Background: an optimization exercise with open tools, aiming at small area, a short achievable clock period and few clock cycles per item. Do not read the settings as production practice. Where RTL was checked, it was by simulation tests only, not by an equivalence proof against the original.

// sip_weight
module sip_weight (
    input  wire         clk,
    input  wire         rst,           
    input  wire         in_valid,
    output wire         in_ready,
    input  wire [127:0] in_key,        
    input  wire [31:0]  in_bin,        
    input  wire [15:0]  in_slot,       
    output reg          out_valid,
    input  wire         out_ready,
    output reg  [63:0]  out_weight
);
    localparam integer NST   = 12;     
    localparam integer DEPTH = NST + 1;  
    localparam integer CAP   = DEPTH + 1;
    reg  [63:0]  k0_s0, k1_s0;         
    reg  [47:0]  m_s0, m_s1, m_s2, m_s3;  
    reg  [NST-1:0] vld;                
    reg  [255:0] st1, st2, st3, st4, st5, st6, st7, st8, st9, st10;
    reg  [191:0] st11;
    wire [63:0]  m0 = {8'h06, 8'h00, m_s0};
    wire [63:0]  m3 = {8'h06, 8'h00, m_s3};
    wire [255:0] init = {k1_s0 ^ 64'h7465646279746573 ^ m0,
                         k0_s0 ^ 64'h6c7967656e657261,
                         k1_s0 ^ 64'h646f72616e646f6d,
                         k0_s0 ^ 64'h736f6d6570736575};
    wire [255:0] h1, h2, h3, h4, h5, h6, h7, h8, h9, h10, h11;
    wire [63:0]  res;
    siphalf_a u_h1  (.v(init), .o(h1));
    siphalf_b u_h2  (.v(st1),  .o(h2));
  ...
export LEC_CHECK = 0
export CAP_MARGIN = 30
export CORE_MARGIN = 2
export CORE_UTILIZATION = 62
export SLEW_MARGIN = 30
create_clock -name core_clock -period 12.0 [get_ports {clk}]
standard.sh (not shown) runs the stock make flow with config.mk's settings and CLKGATE_MAP_FILE= SYNTH_SCRIPT=/design/flow/synth_recipe.tcl, a recipe that flattens the netlist after the stock synthesis.
==> flow/flow/run.sh <==
#!/bin/bash
set -euo pipefail
work=$(pwd)
export OWN_ABC_SCRIPT="$work/flow/abc.script"
export OWN_ABC_D=3000
OWN_SETUP_MARGIN=8.0
cat flow/synth_pre.tcl synth_recipe.tcl > own_synth.tcl
bash standard.sh SYNTH_SCRIPT="$work/own_synth.tcl" ADDER_MAP_FILE= \
  SYNTH_OPERATIONS_ARGS=-nofsm SETUP_SLACK_MARGIN="$OWN_SETUP_MARGIN" \
  finish > standard_make.log 2>&1
==> flow/flow/abc.script <==
strash
dch
map -D 3000
topo
buffer -c
upsize -D 3000
dnsize -D 3000
==> flow/flow/synth_pre.tcl <==
# Prepended to the standard flow's synthesis script: the same synthesis, but ABC maps the
# logic with flow/abc.script (delay-driven mapping) instead of ORFS's script.
proc abc {args} {
  set out {}
  set skip 0
  foreach a $args {
    if {$skip} { set skip 0; continue }
    if {$a eq "-script" || $a eq "-D"} { set skip 1; continue }
    lappend out $a
  }
  puts "OWN ABC: $::env(OWN_ABC_SCRIPT) D=$::env(OWN_ABC_D)"
  yosys abc -script $::env(OWN_ABC_SCRIPT) -D $::env(OWN_ABC_D) {*}$out
}
Testbench counts at the start, summed over its fixed seeds: cycles 3,304, items 3,200.
Change:
Settings changed: CORE_UTILIZATION 62 to 55.
- final cell count increases slightly
- routed wire length increases by a few percent
- hold slack got worse by 0.0070 ns
- worst setup slack improved by 0.050 ns
- core utilization decreases by 8.0 points
- critical path depth decreases by 2

========
== job 7001 ==
sip_weight, a different RTL version from the one above (not shown whole).
Size in the first run: ~2000 flip-flops, roughly 250 I/O pins, ~160000 um2 of cells after synthesis.
clock: 12.0 ns
lec_check: 0
cap_margin: 30
core_margin: 2
core_utilization: 30
setup_slack_margin: 5
slew_margin: 30
==> flow/flow/run.sh <==
#!/bin/bash
# Own layout flow: the standard layout (standard.sh), except that synthesis
# maps the logic with a delay-driven ABC script (flow/abc.script, map -D) and
# does not extract full/half-adder cells, which ORFS's default ABC script and
# adder mapping leave slow. Everything else, registers and their names
# included, is the standard synthesis and layout.
set -euo pipefail
work=$(pwd)
export OWN_ABC_SCRIPT="$work/flow/abc.script"
export OWN_ABC_D=3000
cat flow/synth_pre.tcl synth_recipe.tcl > own_synth.tcl
bash standard.sh SYNTH_SCRIPT="$work/own_synth.tcl" ADDER_MAP_FILE= finish > standard_make.log 2>&1
==> flow/flow/synth_pre.tcl <==
# Prepended to the standard flow's synthesis script: the same synthesis, but ABC maps the
# logic with flow/abc.script (delay-driven mapping) instead of ORFS's script.
proc abc {args} {
  set out {}
  set skip 0
  foreach a $args {
    if {$skip} { set skip 0; continue }
    if {$a eq "-script" || $a eq "-D"} { set skip 1; continue }
    lappend out $a
  }
  yosys abc -script $::env(OWN_ABC_SCRIPT) -D $::env(OWN_ABC_D) {*}$out
}
Scripts as last shown in full above: flow/flow/abc.script
Tool error GRT-0116 stopped job 7001 during global routing (5_1_grt); no final results.
--- input diff job 7001..job 7914 ---
--- a/flow/config.mk
+++ b/flow/config.mk
@@ -8,5 +8,5 @@
 export CAP_MARGIN = 30
 export CORE_MARGIN = 2
-export CORE_UTILIZATION = 30
+export CORE_UTILIZATION = 40
 export SETUP_SLACK_MARGIN = 5
 export SLEW_MARGIN = 30
Findings:
Tool error GRT-0116 stopped job 7001 during global routing (5_1_grt); no final results.
What ended job 7914 was a tool error in global routing (5_1_grt); the run never finished.
Job 7914 vs job 7001, initial core utilization went up by 10 points.
Job 7914 -> job 7001: I/O pin total delta 0, exact match
Job 7914 vs job 7001 on overall die width: job 7914 is the lower one.
Job 7914 vs job 7001: number of buffers inserted during clock tree synthesis down in job 7914
As far as count of port buffers added during placement goes, job 7001 and job 7914 are indistinguishable; the numbers are identical.
Post-CTS resize count: job 7001 and job 7914 compared, lower one is job 7914
Height of the die shrinks by more than 10% when moving from job 7001 to job 7914.
Worst setup slack after placement: job 7914 vs job 7001 up 830 ps
Compared with job 7001, job 7914 shows cell area after placement that has gone down by a few percent.
#### Input delta (job 9174 over job 7914)
--- a/flow/flow/run.sh
+++ b/flow/flow/run.sh
@@ -9,4 +9,5 @@
 export OWN_ABC_SCRIPT="$work/flow/abc.script"
 export OWN_ABC_D=3000
+OWN_SETUP_MARGIN=7.5
 cat flow/synth_pre.tcl synth_recipe.tcl > own_synth.tcl
-bash standard.sh SYNTH_SCRIPT="$work/own_synth.tcl" ADDER_MAP_FILE= finish > standard_make.log 2>&1
+bash standard.sh SYNTH_SCRIPT="$work/own_synth.tcl" ADDER_MAP_FILE= SETUP_SLACK_MARGIN="$OWN_SETUP_MARGIN" finish > standard_make.log 2>&1
--- a/flow/config.mk
+++ b/flow/config.mk
@@ -8,5 +8,4 @@
 export CAP_MARGIN = 30
 export CORE_MARGIN = 2
-export CORE_UTILIZATION = 40
-export SETUP_SLACK_MARGIN = 5
+export CORE_UTILIZATION = 35
 export SLEW_MARGIN = 30
==> comparison <==
Job 9174 did not finish; the tool stopped in global routing (5_1_grt) with error GRT-0116.
The lower pre-CTS worst setup slack came out of job 9174.
The number of rows in the core area in job 9174 was higher than what job 7914 gave.
Higher clock buffer count from CTS goes to job 9174 over job 7914.
Diff job 7914 -> job 9174 | total instance count after detailed placement | up by a few percent
Compared with job 7914, job 9174 shows a higher weighted congestion reported at the end of routability-driven placement.
Die width ended up 6.9% higher on job 9174 than on job 7914.
Function was not checked in any run of this note: the RTL went through the layout flow alone.

## afterwards: timing with drivers on the ports
The results above use ideal ports. As a check the final layouts listed here were re-extracted and re-timed, cells and wires unchanged.
Step 1 assumes that a clkbuf_16 drives the clock port and a buf_2 every other input.
Step 2 times the ports against the registers' clock, not the clock port: input delays grow and output delays shrink by t, the midpoint of the rising clock arrivals with the driver on.
Slacks: no drivers / after step 1 / after step 2; pairs: no drivers / after step 1.
| run | shift t [ns] | setup slack, ns | worst hold slack (ns) | worst data-port slew with drivers (ns) | cell pins on the clock port's net |
|---|---|---|---|---|---|
| the first run of note 1 | 1.074 | 7.785 / 7.785 / 7.245 | 0.322 / 0.322 / 0.322 | 0.06 | 1 |
| the second run of note 1 | 1.080 | 7.834 / 7.834 / 7.590 | 0.315 / 0.315 / 0.315 | 0.05 | 1 |
After both steps setup and hold are still met in every run listed. The setup slack of the first run of note 1, which loses most, moves by 0.000 ns with the drivers and by -0.540 ns with both steps.
